This is an optimization exercise on Yosys and OpenROAD, whose aim is small area, a short achievable clock period and few clock cycles, not a production implementation.
The RTL was checked by simulation tests, not by an equivalence proof against the original design.

===== design.v =====
module mf_disc (
    input  wire        clk,
    input  wire        rst,
    input  wire        start_valid,
    output wire        start_ready,
    input  wire [12:0] cfg_len,       
    input  wire [12:0] cfg_nmin,      
    input  wire [15:0] cfg_thresh,    
    input  wire        cfg_early,     
    input  wire [4:0]  cfg_shift,     
    input  wire [15:0] cfg_a0i,
    input  wire [15:0] cfg_a0q,
    input  wire [15:0] cfg_a1i,
    input  wire [15:0] cfg_a1q,
    input  wire [15:0] cfg_a2i,
    input  wire [15:0] cfg_a2q,
    input  wire [31:0] cfg_b0,
    input  wire [31:0] cfg_b1,
    input  wire [31:0] cfg_b2,
    input  wire [15:0] cfg_beta0,
    input  wire [15:0] cfg_beta1,
    input  wire [15:0] cfg_beta2,
    input  wire        smp_valid,
    output wire        smp_ready,
    input  wire [23:0] smp_zi,
    input  wire [23:0] smp_zq,
    input  wire [23:0] smp_wi,
    input  wire [23:0] smp_wq,
    output reg         res_valid,
    output reg  [1:0]  res_state,     
    output reg         res_early,
    output reg  [11:0] res_nend,      
    output reg  [31:0] res_margin,
    output reg  [31:0] res_si,
    output reg  [31:0] res_sq
);
    localparam signed [57:0] ACC_MAX = (58'sd1 <<< 55) - 58'sd1;   
    localparam signed [57:0] ACC_MIN = -(58'sd1 <<< 55);           
    reg        busy;
    reg [12:0] len, nmin;
    reg [15:0] thresh;
    reg        early;
    reg [4:0]  shift;
    reg signed [15:0] a0i, a0q, a1i, a1q, a2i, a2q;
    reg signed [31:0] b0, b1, b2;
    reg signed [15:0] beta0, beta1, beta2;
    reg [12:0]        k;       
    reg               ovf;     
    reg signed [55:0] acc_i, acc_q;
    assign start_ready = !busy;
    assign smp_ready   = busy;
    wire start_fire = start_valid && start_ready;
    wire smp_fire   = smp_valid && smp_ready;
    wire signed [23:0] zi = smp_zi;
    wire signed [23:0] zq = smp_zq;
    wire signed [23:0] wi = smp_wi;
    wire signed [23:0] wq = smp_wq;
    wire signed [47:0] p_zi_wi = zi * wi;
    wire signed [47:0] p_zq_wq = zq * wq;
    wire signed [47:0] p_zq_wi = zq * wi;
    wire signed [47:0] p_zi_wq = zi * wq;
    wire signed [57:0] sum_i = acc_i + p_zi_wi + p_zq_wq;
    wire signed [57:0] sum_q = acc_q + p_zq_wi - p_zi_wq;
    wire ovf_i_hi = sum_i > ACC_MAX;
    wire ovf_i_lo = sum_i < ACC_MIN;
    wire ovf_q_hi = sum_q > ACC_MAX;
    wire ovf_q_lo = sum_q < ACC_MIN;
    wire ovf_now  = ovf_i_hi || ovf_i_lo || ovf_q_hi || ovf_q_lo;
    wire signed [55:0] clip_i = ovf_i_hi ? ACC_MAX[55:0] :
                                ovf_i_lo ? ACC_MIN[55:0] : sum_i[55:0];
    wire signed [55:0] clip_q = ovf_q_hi ? ACC_MAX[55:0] :
                                ovf_q_lo ? ACC_MIN[55:0] : sum_q[55:0];
    wire [12:0] k_next = k + 13'd1;
    function signed [31:0] scale32;
        input signed [55:0] acc;
        input [4:0]         sh;
        reg signed [57:0]   t;
        begin
            t = (({{2{acc[55]}}, acc}) <<< 1) + (58'sd1 <<< sh);
            t = t >>> (sh + 6'd1);
            if (t > 58'sd2147483647)
                scale32 = 32'sh7FFF_FFFF;
            else if (t < -58'sd2147483648)
                scale32 = 32'sh8000_0000;
            else
                scale32 = t[31:0];
        end
    endfunction
    wire signed [31:0] s_i = scale32(clip_i, shift);
    wire signed [31:0] s_q = scale32(clip_q, shift);
    function signed [31:0] score;
        input signed [15:0] ai;
        input signed [15:0] aq;
        input signed [31:0] b;
        input signed [15:0] beta;
        input signed [31:0] si;
        input signed [31:0] sq;
        input [12:0]        kk;
        reg signed [48:0]   dot;
        reg signed [32:0]   dot_r;
        reg signed [29:0]   ramp;
        reg signed [35:0]   t;
        begin
            dot   = ai * si + aq * sq;
            dot_r = (dot + 49'sd32768) >>> 16;
            ramp  = $signed({1'b0, kk}) * beta;
            t     = dot_r + b + ramp;
            if (t > 36'sd2147483647)
                score = 32'sh7FFF_FFFF;
            else if (t < -36'sd2147483648)
                score = 32'sh8000_0000;
            else
                score = t[31:0];
        end
    endfunction
    wire signed [31:0] sc0 = score(a0i, a0q, b0, beta0, s_i, s_q, k_next);
    wire signed [31:0] sc1 = score(a1i, a1q, b1, beta1, s_i, s_q, k_next);
    wire signed [31:0] sc2 = score(a2i, a2q, b2, beta2, s_i, s_q, k_next);
    reg        [1:0]  best;
    reg signed [31:0] best_sc, other_sc;
    always @(*) begin
        best    = 2'd0;
        best_sc = sc0;
        if (sc1 > best_sc) begin
            best    = 2'd1;
            best_sc = sc1;
        end
        if (sc2 > best_sc) begin
            best    = 2'd2;
            best_sc = sc2;
        end
        case (best)
            2'd0:    other_sc = (sc1 > sc2) ? sc1 : sc2;
            2'd1:    other_sc = (sc0 > sc2) ? sc0 : sc2;
            default: other_sc = (sc0 > sc1) ? sc0 : sc1;
        endcase
    end
    wire signed [32:0] margin_full = best_sc - other_sc;    
    wire        [31:0] margin      = margin_full[31:0];
    wire [12:0] nmin_eff   = (nmin == 13'd0) ? 13'd1 : nmin;
    wire        test_on    = early && (thresh != 16'd0);
    wire        early_stop = test_on && !ovf && !ovf_now &&
                             (k_next >= nmin_eff) && (margin >= {16'd0, thresh});
    wire        last       = (k_next == len);
    always @(posedge clk) begin
        if (rst) begin
            busy      <= 1'b0;
            res_valid <= 1'b0;
        end else begin
            res_valid <= 1'b0;
            if (start_fire) begin
                busy   <= 1'b1;
                len    <= cfg_len;
                nmin   <= cfg_nmin;
                thresh <= cfg_thresh;
                early  <= cfg_early;
                shift  <= cfg_shift;
                a0i    <= cfg_a0i;
                a0q    <= cfg_a0q;
                a1i    <= cfg_a1i;
                a1q    <= cfg_a1q;
                a2i    <= cfg_a2i;
                a2q    <= cfg_a2q;
                b0     <= cfg_b0;
                b1     <= cfg_b1;
                b2     <= cfg_b2;
                beta0  <= cfg_beta0;
                beta1  <= cfg_beta1;
                beta2  <= cfg_beta2;
                k      <= 13'd0;
                ovf    <= 1'b0;
                acc_i  <= 56'sd0;
                acc_q  <= 56'sd0;
            end else if (smp_fire) begin
                k <= k_next;
                if (!ovf) begin
                    acc_i <= clip_i;
                    acc_q <= clip_q;
                    if (ovf_now)
                        ovf <= 1'b1;
                end
                if (early_stop || last) begin
                    busy      <= 1'b0;
                    res_valid <= 1'b1;
                    res_early <= early_stop;
                    res_nend  <= k[11:0];
                    if (ovf || ovf_now) begin
                        res_state  <= 2'd3;
                        res_margin <= 32'd0;
                        res_si     <= 32'd0;
                        res_sq     <= 32'd0;
                    end else begin
                        res_state  <= best;
                        res_margin <= margin;
                        res_si     <= s_i;
                        res_sq     <= s_q;
                    end
                end
            end
        end
    end
endmodule

===== constraint.sdc =====
create_clock -name core_clock -period 65.0 [get_ports {clk}]
set_input_delay 13.0000 -clock core_clock [delete_from_list [all_inputs] [get_ports {clk}]]
set_output_delay 13.0000 -clock core_clock [all_outputs]
set_load 0.01 [all_outputs]

===== config.mk =====
export PLATFORM = sky130hd
export DESIGN_NAME = mf_disc
export DESIGN_NICKNAME = mf_disc
export VERILOG_FILES = /design/flow/design.v
export SDC_FILE = /design/flow/constraint.sdc
export NUM_CORES = 4
export LEC_CHECK = 0
export CAP_MARGIN = 20
export CORE_MARGIN = 2
export CORE_UTILIZATION = 30
export PLACE_DENSITY = 0.45
export SLEW_MARGIN = 20

===== run.sh =====
#!/bin/bash
# synth_recipe.tcl (not shown) runs the flow's synth.tcl, then flattens the netlist and writes it again
# the make line also repeats each setting of config.mk as NAME=value (left out here)
make -C /OpenROAD-flow-scripts/flow DESIGN_CONFIG=/design/flow/config.mk WORK_HOME=/design/flow/orfs CLKGATE_MAP_FILE= SYNTH_SCRIPT=/design/flow/synth_recipe.tcl finish

==> run notes <==
==> layout make-up <==
cell class / instances / area, sq um / share of cell area
diodes: 31 / 77.6 / 0.000263
inverters: 7590 / 28500 / 0.0966
flip-flops and latches: 527 / 15800 / 0.0536
repair buffers: 1069 / 9020 / 0.0306
clock inverters: 47 / 537 / 0.00182
well taps: 12144 / 15200 / 0.0515
clock buffers: 91 / 2040 / 0.00693
multi-input cells: 20030 / 224000 / 0.759
==> metal layers <==
metal  global-route usage  wire (um)  vias up
met5                    0         70        -
met1                0.321     466000   108531
met3               0.0306      60100     1171
met4               0.0708      39100       10
met2                0.391     505000     5899
li1                     -          -    86350
==> Yosys cell counts, drive strengths merged, types with 73 or more instances <==
| master | number | area share |
|---|---|---|
| nand3 | 147 | 0.0027 |
| edfxtp | 525 | 0.058 |
| and3 | 73 | 0.0017 |
| xor2 | 130 | 0.0042 |
| a21oi | 727 | 0.013 |
| mux2i | 178 | 0.0065 |
| a211oi | 93 | 0.0027 |
| o21ai | 499 | 0.0092 |
| xnor2 | 332 | 0.011 |
| and2 | 2154 | 0.049 |
| o211ai | 100 | 0.0028 |
| ha | 1615 | 0.074 |
| o21bai | 82 | 0.0023 |
| inv | 7587 | 0.10 |
| nand2b | 131 | 0.0030 |
| a21o | 262 | 0.0072 |
| buf | 84 | 0.0013 |
| nand2 | 4318 | 0.059 |
| nor3 | 142 | 0.0027 |
| fa | 7045 | 0.52 |
| clkbuf | 1429 | 0.020 |
| nor2b | 148 | 0.0034 |
| nand4 | 129 | 0.0030 |
| nor2 | 782 | 0.011 |
==> final timing paths <==
check | start | to | cells after the start
setup reg to reg | acc_q[17]$_SDFFCE_PP0P_ | res_sq[6]$_SDFFCE_PP0P_ | 176
hold / removal | k[11]$_SDFFCE_PP0P_ | res_nend[11]$_DFFE_PP_ | 0
hold reg to reg | k[11]$_SDFFCE_PP0P_ | res_nend[11]$_DFFE_PP_ | 0
setup / recovery | smp_zq[23] | res_sq[6]$_SDFFCE_PP0P_ | 180
==> layout by cell type, fill, tap and decap left out, types with 262 or more instances in the layout <==
master / instances
inv_1: 7577
fa_1: 7044
nand2_1: 4314
and2_1: 2151
ha_1: 1612
nor2_1: 771
a21oi_1: 715
buf_4: 576
edfxtp_1: 525
o21ai_0: 434
clkdlybuf4s50_1: 405
xnor2_1: 302
a21o_1: 262
==> registers in the layout, summed over array words and instances (netlist names), 2 cells and up <==
signal      count
res_nend       12
beta0          16
acc_q          56
acc_i          56
res_margin     32
len            13
shift           5
a1q            16
k              13
beta2          16
a0i            16
nmin           13
a2i            16
res_state       2
thresh         16
a1i            16
res_si         32
b2             32
a0q            16
a2q            16
beta1          16
res_sq         32
b1             32
b0             32
==> cell families after synthesis <==
logic type / after synthesis / synth area share
other: 1 / 0.0000138
buffers and inverters: 9103 / 0.126
multiplexers: 235 / 0.00955
AND/OR/NAND/NOR: 8242 / 0.142
flip-flops: 527 / 0.0580
AO/OA/AOI/OAI: 2430 / 0.0583
adder cells (fa/ha/maj): 8660 / 0.592
XOR/XNOR: 462 / 0.0148
==> stage by stage <==
stage / instances / hold slack (ns)
after floorplan: 29660 / 0.464
after global placement: 41357 / 0.519
after detailed placement: 41357 / 0.512
after CTS: 41495 / 0.527
after global routing: 41503 / 0.547
final: 41529 / 0.526
==> metrics.md <==
| Metric | Value |
|---|---|
| Fmax | `approximately 0.017 GHz` |
| Crit path launch type | `input port` |
| H-tree depth | `3` |
| Final setup skew | `0.105 ns` |
| Setup TNS | `0 ns` |
| Post-CTS resize count | `0` |
| Fin util | `0.325` |
| Unrepaired setup endpoints after global routing | `no` |
| First-pass GRT wire length | `about 1600000 um` |
| GRT Total Usage | `0.235` |
| Postcts setup bufs | `0` |
| Worst reg2reg setup slack | `between 15 and 20 ns` |
| Worst hold path type | `flip-flop to flip-flop` |
| Final setup margin | `around 4.8 ns` |
| Vias in the first global route | `223957` |
| Initial Util | `0.301` |
| Flops & latches, synth | `about 530` |
| Largest net degree at the start of global routing | `94` |
| Area grow syn2layout | `8.25%` |
| Synth Instances | `~30000` |
| Setup violators final | `0` |
| Initial DRC Count | `14131` |
| Layout cell share with drive strength beyond 1 | `0.0376` |
| Mapped Nets | `approximately 39000` |
| Die Width | `957 um` |
| Worst-case clock buffer depth | `4` |
| Final HPWL DP | `892000 um` |
| Max_cap viols | `0` |
| Gr ovfl total | `0` |
| Critical-path top delay cell | `fa_1` |
| Synth unique cells | `~120` |
| Period minus WS final | `60.18 ns` |
| Worst path buffer plus inverter count | `29` |
| Maximum fanout along the worst path | `47` |
| Overall die area | `916000 sq um` |
| Drt first pass iters | `7` |
| IO Pins | `502` |
| Post-synth EDFFs | `525` |
| DR WL/cell | `25.8 um` |
| Worst-margin pin slew | `1.36 ns` |
| Most common cell on crit path | `a21oi_1` |
| Filler cell count | `95036` |
| Drt via density | `4.86` |
| Crit path required time | `65.54 ns` |
| Seq/Total Area, Yosys | `0.0580` |
| Outcome | `complete, no violations` |
| Ys async rst share | `0` |
| DR DRC count | `0` |
| Hold Fails Final Rpt | `0` |
| Post-Syn Area per Cell | `9.19 sq um` |
| ANT nets after route | `0` |
| Later-pin clock latency in the skew report | `0.93 ns` |
| Row count | `350` |
| Period utilisation layout | `0.926` |
| CTS Root Buffer Type | `clkbuf_16` |
| CTS buffer count | `79` |
| Die H | `about 960 um` |
| Routability Congestion | `0.916` |
| Slew Viols, Final | `0` |
| CP peak stage delay | `around 0.85 ns` |
| CTS tree | `yes` |
| Arrival time at the worst endpoint | `60.71 ns` |
| Final instance area | `approximately 300000 sq um` |
| DP Area | `292000 sq um` |
| Final WL | `1070000 um` |
| Nets@finish | `38345` |
| WS Path Type | `input port to flip-flop` |
| Max_slew headroom | `0.0881` |
| Core ar. | `just over 900000 sq um` |
| Hold-fix buffers, CTS | `0` |
| Mapped Area | `between 200000 and 300000 sq um` |
| Via count | `201961` |
| Crit path capture type | `flip-flop` |
| YS warnings | `1` |
| Pre-CTS setup slack | `4.39 ns` |
| Clock-pin slew on the worst setup and hold paths | `0.06 ns` |
| CTS sink cnt | `527` |
| Ys flop type | `edfxtp_1` |
| Initial antenna violation count | `90` |
| IO buf count | `501` |
| Crit-path leading delay family | `compound AO/OA/AOI/OAI gates` |
Testbench counts, summed over its fixed seeds: cycles 60,464.

==> what the ideal ports hide <==
How much do the figures lean on ideal ports? The routed layout below was timed once more, with nothing changed but the port constraints.
Step 1 (the two cells are an assumption about what drives the block):
set clk [get_ports {clk}]
set_driving_cell -lib_cell sky130_fd_sc_hd__clkbuf_16 $clk
set_driving_cell -lib_cell sky130_fd_sc_hd__buf_2 [delete_from_list [all_inputs] $clk]
Step 2, shift: input delay + t, output delay - t, t = (earliest + latest rising clock arrival at the registers) / 2. This alone moves slack from input paths to output paths.
Slacks: no drivers / after step 1 / after step 2; pairs: no drivers / after step 1.
shift t [ns]: 1.035
slack for setup (ns): 4.824 / 4.947 / 3.912
worst setup path at the end: input to register
After both steps setup and hold are still met in this run. For this run, drivers alone change the setup slack by +0.123 ns; drivers and shift together by -0.912 ns.
